Source: an optimization exercise on an open RTL-to-GDS flow (aim: small area and a short achievable clock period). Production flows keep margins and buffers that such runs may drop. In this exercise RTL edits were held to simulation tests only and were not proved equivalent to the original.

[design/flow/design.v]
module lk_acc_cell (
    input  wire        clk,
    input  wire        rst,       
    input  wire [1:0]  op,        
    input  wire        fmt_a,     
    input  wire        fmt_b,
    input  wire [15:0] a,
    input  wire [15:0] b,
    output wire [39:0] acc,
    output reg  [31:0] f32
);
    localparam OP_NOP   = 2'd0;
    localparam OP_MAC   = 2'd1;
    localparam OP_FIRST = 2'd2;
    localparam OP_LOAD  = 2'd3;
    localparam [39:0] ACC_NAN = {1'b0, 8'hFF, 1'b1, 30'd0};
    function automatic [24:0] decode16;    
        input [15:0] v;
        input        fp16;
        reg          s, nan, inf, hid;
        reg  [10:0]  sig;
        reg  signed [10:0] x;
        begin
            s = v[15];
            if (fp16) begin
                hid = (v[14:10] != 5'd0);
                nan = (v[14:10] == 5'h1F) && (v[9:0] != 10'd0);
                inf = (v[14:10] == 5'h1F) && (v[9:0] == 10'd0);
                sig = {hid, v[9:0]};
                x   = (hid ? $signed({6'd0, v[14:10]}) : 11'sd1) - 11'sd25;
            end else begin
                hid = (v[14:7] != 8'd0);
                nan = (v[14:7] == 8'hFF) && (v[6:0] != 7'd0);
                inf = (v[14:7] == 8'hFF) && (v[6:0] == 7'd0);
                sig = {hid, v[6:0], 3'b000};
                x   = (hid ? $signed({3'd0, v[14:7]}) : 11'sd1) - 11'sd137;
            end
            decode16 = {nan, inf, s, x, sig};
        end
    endfunction
    wire [24:0] da = decode16(a, fmt_a);
    wire [24:0] db = decode16(b, fmt_b);
    wire               a_nan = da[24], a_inf = da[23], a_s = da[22];
    wire signed [10:0] a_x   = da[21:11];
    wire [10:0]        a_sig = da[10:0];
    wire               b_nan = db[24], b_inf = db[23], b_s = db[22];
    wire signed [10:0] b_x   = db[21:11];
    wire [10:0]        b_sig = db[10:0];
    wire [21:0]        m_prod = a_sig * b_sig;
    wire signed [11:0] m_x    = a_x + b_x;
    reg [4:0] m_lead;
    integer i;
    always @(*) begin
        m_lead = 5'd0;
        for (i = 0; i < 22; i = i + 1)
            if (m_prod[i]) m_lead = i[4:0];
    end
    wire               m_zero = (m_prod == 22'd0);
    wire [21:0]        m_norm = m_prod << (5'd21 - m_lead);
    wire signed [11:0] m_e    = m_x + $signed({7'd0, m_lead});    
    wire               m_sign = a_s ^ b_s;
    reg        p_nan_d, p_inf_d, p_zero_d;
    reg [21:0] p_sig_d;
    reg signed [9:0] p_exp_d;    
    always @(*) begin
        p_nan_d  = a_nan | b_nan | (a_inf & (b_sig == 11'd0) & ~b_inf & ~b_nan)
                                 | (b_inf & (a_sig == 11'd0) & ~a_inf & ~a_nan);
        p_inf_d  = 1'b0;
        p_zero_d = 1'b0;
        p_sig_d  = m_norm;
        p_exp_d  = m_e[9:0] + 10'sd127;
        if (a_inf | b_inf) begin
            p_inf_d = 1'b1;
        end else if (m_zero) begin
            p_zero_d = 1'b1;
        end else if (m_e >= 12'sd128) begin
            p_inf_d = 1'b1;                          
        end else if (m_e < -12'sd157) begin
            if (m_e == -12'sd158 && m_norm != 22'h200000) begin
                p_sig_d = 22'h200000;
                p_exp_d = -10'sd30;                  
            end else begin
                p_zero_d = 1'b1;
            end
        end
    end
    reg [1:0]  s1_op;
    reg [31:0] s1_load;
    reg        p_nan, p_inf, p_zero, p_sign;
    reg [21:0] p_sig;
    reg signed [9:0] p_exp;
    always @(posedge clk) begin
        if (rst) begin
            s1_op  <= OP_NOP;
            s1_load <= 32'd0;
            p_nan  <= 1'b0;
            p_inf  <= 1'b0;
            p_zero <= 1'b1;
            p_sign <= 1'b0;
            p_sig  <= 22'd0;
            p_exp  <= 10'sd0;
        end else begin
            s1_op   <= op;
            s1_load <= {a, b};
            p_nan   <= p_nan_d;
            p_inf   <= p_inf_d;
            p_zero  <= p_zero_d;
            p_sign  <= m_sign;
            p_sig   <= p_sig_d;
            p_exp   <= p_exp_d;
        end
    end
    reg [39:0] acc_q;
    assign acc = acc_q;
    wire [39:0] x_raw  = (s1_op == OP_FIRST) ? 40'd0 : acc_q;
    wire        x_s    = x_raw[39];
    wire [7:0]  x_e    = x_raw[38:31];
    wire        x_nan  = (x_e == 8'hFF) && (x_raw[30:0] != 31'd0);
    wire        x_inf  = (x_e == 8'hFF) && (x_raw[30:0] == 31'd0);
    wire        x_zero = (x_e == 8'd0) && (x_raw[30:0] == 31'd0);
    wire [31:0] x_sig  = {x_e != 8'd0, x_raw[30:0]};
    wire signed [9:0] x_exp = (x_e == 8'd0) ? 10'sd1 : $signed({2'b00, x_e});
    wire [31:0] y_sig = {p_sig, 10'd0};
    wire        x_big   = (x_exp >= p_exp);
    wire signed [9:0] big_exp = x_big ? x_exp : p_exp;
    wire signed [9:0] sml_exp = x_big ? p_exp : x_exp;
    wire [31:0] big_sig = x_big ? x_sig : y_sig;
    wire [31:0] sml_sig = x_big ? y_sig : x_sig;
    wire        big_s   = x_big ? x_s : p_sign;
    wire        sml_s   = x_big ? p_sign : x_s;
    wire [9:0]  e_diff    = big_exp - sml_exp;
    wire [66:0]  w_big = {1'b0, big_sig, 34'd0};
    wire [133:0] w_sml_full = {1'b0, sml_sig, 34'd0, 67'd0} >> ((e_diff > 10'd67) ? 7'd67 : e_diff[6:0]);
    wire         w_sticky = (e_diff > 10'd67) ? (sml_sig != 32'd0) : (w_sml_full[66:0] != 67'd0);
    wire [66:0]  w_sml = {w_sml_full[133:68], w_sml_full[67] | w_sticky};
    wire         eff_sub = big_s ^ sml_s;
    wire [67:0]  w_sum   = eff_sub ? ({1'b0, w_big} - {1'b0, w_sml}) : ({1'b0, w_big} + {1'b0, w_sml});
    wire         w_neg   = w_sum[67];
    wire [66:0]  w_mag   = w_neg ? (~w_sum[66:0] + 67'd1) : w_sum[66:0];
    wire         r_sign  = big_s ^ w_neg;
    reg [6:0] w_lead;
    integer j;
    always @(*) begin
        w_lead = 7'd0;
        for (j = 0; j < 67; j = j + 1)
            if (w_mag[j]) w_lead = j[6:0];
    end
    wire [6:0]  sh_norm = 7'd66 - w_lead;
    wire [6:0]  sh      = ($signed({3'b000, sh_norm}) > big_exp) ? big_exp[6:0] : sh_norm;
    wire [66:0] n_mag   = w_mag << sh;
    wire signed [10:0] n_exp = $signed({big_exp[9], big_exp}) + 11'sd1 - $signed({4'd0, sh});
    wire [31:0] n_sig   = n_mag[66:35];
    wire        n_guard = n_mag[34];
    wire        n_stick = (n_mag[33:0] != 34'd0);
    wire        n_up    = n_guard & (n_stick | n_sig[0]);
    wire [32:0] r_sig   = {1'b0, n_sig} + {32'd0, n_up};
    wire signed [10:0] r_exp = r_sig[32] ? (n_exp + 11'sd1) : n_exp;
    wire [31:0] r_sig32 = r_sig[32] ? 32'h8000_0000 : r_sig[31:0];
    reg [39:0] sum40;
    always @(*) begin
        if (w_mag == 67'd0)
            sum40 = 40'd0;                                   
        else if (r_exp >= 11'sd255)
            sum40 = {r_sign, 8'hFF, 31'd0};                  
        else
            sum40 = {r_sign, (r_sig32[31] ? r_exp[7:0] : 8'd0), r_sig32[30:0]};
    end
    reg [39:0] acc_d;
    always @(*) begin
        case (s1_op)
            OP_NOP: acc_d = acc_q;
            OP_LOAD: begin
                if (s1_load[30:23] == 8'hFF && s1_load[22:0] != 23'd0)
                    acc_d = ACC_NAN;
                else
                    acc_d = {s1_load, 8'd0};
            end
            default: begin
                if (x_nan | p_nan | (x_inf & p_inf & (x_s != p_sign)))
                    acc_d = ACC_NAN;
                else if (x_inf)
                    acc_d = x_raw;
                else if (p_inf)
                    acc_d = {p_sign, 8'hFF, 31'd0};
                else if (p_zero)
                    acc_d = x_zero ? {x_s & p_sign, 39'd0} : x_raw;
                else
                    acc_d = sum40;
            end
        endcase
    end
    always @(posedge clk) begin
        if (rst)
            acc_q <= 40'd0;
        else
            acc_q <= acc_d;
    end
    wire        c_nan = (acc_q[38:31] == 8'hFF) && (acc_q[30:0] != 31'd0);
    wire        c_inf = (acc_q[38:31] == 8'hFF) && (acc_q[30:0] == 31'd0);
    wire        c_up  = acc_q[7] & ((acc_q[6:0] != 7'd0) | acc_q[8]);
    wire [30:0] c_mag = acc_q[38:8] + {30'd0, c_up};
    always @(posedge clk) begin
        if (rst)
            f32 <= 32'd0;
        else if (c_nan)
            f32 <= 32'h7FC0_0000;
        else if (c_inf)
            f32 <= {acc_q[39], 8'hFF, 23'd0};
        else
            f32 <= {acc_q[39], c_mag};
    end
endmodule
[design/flow/config.mk]
export PLATFORM = sky130hd
export DESIGN_NAME = lk_acc_cell
export DESIGN_NICKNAME = lk_acc_cell
export VERILOG_FILES = /design/flow/design.v
export SDC_FILE = /design/flow/constraint.sdc
export NUM_CORES = 4
export LEC_CHECK = 0
export CAP_MARGIN = 20
export CORE_MARGIN = 2
export CORE_UTILIZATION = 40
export SLEW_MARGIN = 20
[design/flow/run.sh]
#!/bin/bash
# synth_recipe.tcl (not shown) runs the flow's synth.tcl, then flattens the netlist and writes it again
# the make line also repeats each setting of config.mk as NAME=value (left out here)
make -C /OpenROAD-flow-scripts/flow DESIGN_CONFIG=/design/flow/config.mk WORK_HOME=/design/flow/orfs CLKGATE_MAP_FILE= SYNTH_SCRIPT=/design/flow/synth_recipe.tcl finish
[design/flow/constraint.sdc]
create_clock -name core_clock -period 22.0 [get_ports {clk}]
set_input_delay 4.4000 -clock core_clock [delete_from_list [all_inputs] [get_ports {clk}]]
set_output_delay 4.4000 -clock core_clock [all_outputs]
set_load 0.01 [all_outputs]
==> summary.txt <==
worst paths after layout:
kind                                          endpoint  cells after the start                    from  slack (ns)
worst max register to register   acc_q[3]$_SDFFE_PP0P_                     81     s1_op[0]$_SDFF_PP0_        0.77
worst min register to register  acc_q[38]$_SDFFE_PP0P_                      2  s1_load[30]$_SDFF_PP0_        0.55
worst max-delay path             acc_q[3]$_SDFFE_PP0P_                     81     s1_op[0]$_SDFF_PP0_        0.77
worst min-delay path            acc_q[38]$_SDFFE_PP0P_                      2  s1_load[30]$_SDFF_PP0_        0.55
registers in the layout, indices dropped and copies added, names as in the netlist:
register	count
acc_q	40
f32	32
s1_load	32
p_sig	22
p_exp	10
s1_op	2
p_inf	1
p_nan	1
p_sign	1
p_zero	1
through the flow:
| step | cells | TNS, ns |
|---|---|---|
| 4_1_cts | 7010 | 0 |
| 2_1_floorplan | 5713 | 0 |
| 6_report | 7031 | 0 |
| 3_3_place_gp | 6978 | 0 |
| 5_1_grt | 7028 | -0.178 |
| 3_5_place_dp | 6978 | 0 |
area by class of cell:
type / count / share of cell area (%)
Antenna cell: 3 / 0.0175
Inverter: 305 / 2.68
Timing Repair Buffer: 410 / 7.97
Tap cell: 1276 / 3.72
Multi-Input combinational cell: 4863 / 77.7
Clock buffer: 18 / 1.02
Clock inverter: 14 / 0.298
Sequential cell: 142 / 6.63
synthesized netlist by cell type (24+ instances only):
library cell / count
a22oi_1: 33
and2_1: 91
nor2b_1: 59
a311oi_1: 28
a2111oi_0: 30
o31ai_1: 47
xor2_1: 82
and3_1: 80
o211ai_1: 78
o21a_1: 29
o21bai_1: 55
buf_1: 36
nor3_1: 168
or2_2: 28
nor2_1: 627
o221ai_1: 29
ha_1: 187
a21o_1: 63
o21ai_0: 298
a21oi_1: 417
xnor2_1: 170
mux2_2: 56
nand2_1: 607
nand4_1: 84
inv_1: 294
a221o_1: 30
fa_1: 88
buf_2: 72
a211oi_1: 76
clkbuf_1: 264
o2111ai_1: 25
nand2b_1: 53
o21ai_1: 40
o32ai_1: 26
a31oi_1: 84
nor4_1: 84
mux2i_1: 139
nand3_1: 192
o211a_1: 24
or3_1: 43
o22ai_1: 55
a221oi_1: 26
dfxtp_1: 142
worst max-delay path: cells and delay by family (launching register included):
kind                     cells  cell delay, ns
AO/OA/AOI/OAI               29            8.73
AND/OR/NAND/NOR             29            6.65
buffers and inverters       13            2.56
adder cells (fa/ha/maj)      5            1.15
multiplexers                 3            0.94
XOR/XNOR                     2            0.52
flip-flops                   1            0.42
repair_timing:
item / 4_1_cts / 5_1_grt
setup buffers: 0 / 15
setup endpoints to repair: 0 / 39
resized for setup: 0 / 68
endpoints found under the hold margin: 0 / 0
layer usage:
| layer | track usage, % | up-vias | share of wire [%] |
|---|---|---|---|
| met2 | 64.0 | 3238 | 42 |
| li1 | - | 21243 | - |
| met4 | 17.5 | 4 | 5.0 |
| met3 | 8.96 | 520 | 11 |
| met5 | 0 | - | 0.0096 |
| met1 | 58.0 | 23153 | 42 |
cell families after synthesis:
logic type	count (synthesis)	synth area share, %
adder cells (fa/ha/maj)	275	10.6
AND/OR/NAND/NOR	2295	29.4
XOR/XNOR	256	5.88
buffers and inverters	711	7.64
other	1	0.00970
flip-flops	142	7.36
multiplexers	208	5.91
AO/OA/AOI/OAI	1824	33.2
==> reports/results.txt <==
synth top area cells = dfxtp_1, nor2_1, ha_1
Root Driver = clkbuf_16
GRT Total Usage = 42.3%
drt drc = 0
CP required = 22.36 ns
NumNets Final = 6052
Synth-to-Final Area Change = 11.0%
Setup CP Type = reg -> reg
Startpoint Class = flop
post-route clock period utilization = 96.5%
maximum clock frequency = 47.1 MHz
crit path DAT = 21.59 ns
endpoints failing setup = 0
relative max-transition margin = 13.2%
Min-Delay Path Class = reg -> reg
CP max-delay cell = a2111oi_1
Mapped Cells = 5712
die extent in x = 315 microns
IO Port Bufs = 109
Top Ports = 110
Ys Warns = 1
Placed Area = 41800 sq um
via-per-instance ratio = 6.85
Starting DRT DRC Count = 7170
chip height = 315 microns
final WL = 220 mm
footprint of the multi-input gates = 33300 sq um
H-Tree Depth = 4
register area share after synthesis = 7.36%
layout cells sized above 1 = 11.2%
die area = 99100 sq um
row cnt = 114
initial core utilization = 40.1%
Slew Limit Fails = 0
cell area after layout = 42900 sq um
Avg Cell Area, Syn = 6.76 sq um
CTS tree = done
clock sink count = 142
router iterations before antenna repair = 9
post-synth top area share = 7.36%
commonest non-fill, non-tap cell in the layout = nor2_1
predominant post-synthesis flop cell = dfxtp_1
Most common cell on crit path = ha_1
DRT antenna net count = 0
# hold bufs at CTS = 0
Final GP Congestion = 1.05
grt total ovfl = 0
vias in the first global route = 43777
Setup Skew = 0.0323 ns
commonest cells after routing, fill and taps aside = nor2_1, nand2_1, a21oi_1, buf_4, inv_1
worst skew pair latency = 0.48 ns
Post-synth EDFFs = 0
vias = 48158
Synth cell types = 143
mapped cell area = 38600 sq um
core area = 96300 sq um
largest net degree at the start of global routing = 92
setup slack after placement = 0.227 ns
WL per Instance = 31.2 microns
status = complete, no violations
Seq. cell area = 2840 sq um
crit end category = flop
clock-pin transition on the worst setup and hold timing paths = 0.08 ns
clk buf depth = 2
worst hold slack = 0.551 ns
Post-synth ARST share = 0%
max-cap violation count = 0
DP Wirelength = 174 mm
first-pass GRT wire length = 313 mm
TritonCTS buffer count = 17
cell taking the most area after synthesis = dfxtp_1
Seq cells post-synth = 142
Final Hold Viols = 0
fillers = 10223
Worst-Margin Slew = 1.29 ns
setup ws final = 0.766 ns
initial antenna violation count = 6
Util after Layout = 44.5%
Worst path max stage delay = 0.92 ns
fin crit period = 21.23 ns
crit path max fanout = 62

-- separate check: timing with driven ports --
How much do the figures lean on ideal ports? The routed layout below was timed once more, with nothing changed but the port constraints. Step 1 assumes that a clkbuf_16 drives the clock port and a buf_2 every other input. Step 2 moves the port delays by t, midway between the first and last clock arrival at a register: inputs arrive t later, outputs are due t later. That takes back most of the time a late clock gives input paths. Slacks: ideal ports / drivers / drivers and shift; pairs: ideal ports / drivers.
t (ns): 0.516
setup WS [ns]: 0.766 / 0.766 / 0.766
worst setup path after step 2: register to register
After both steps setup and hold are still met in this run. For this run, drivers alone change the setup slack by 0.000 ns; drivers and shift together by 0.000 ns.
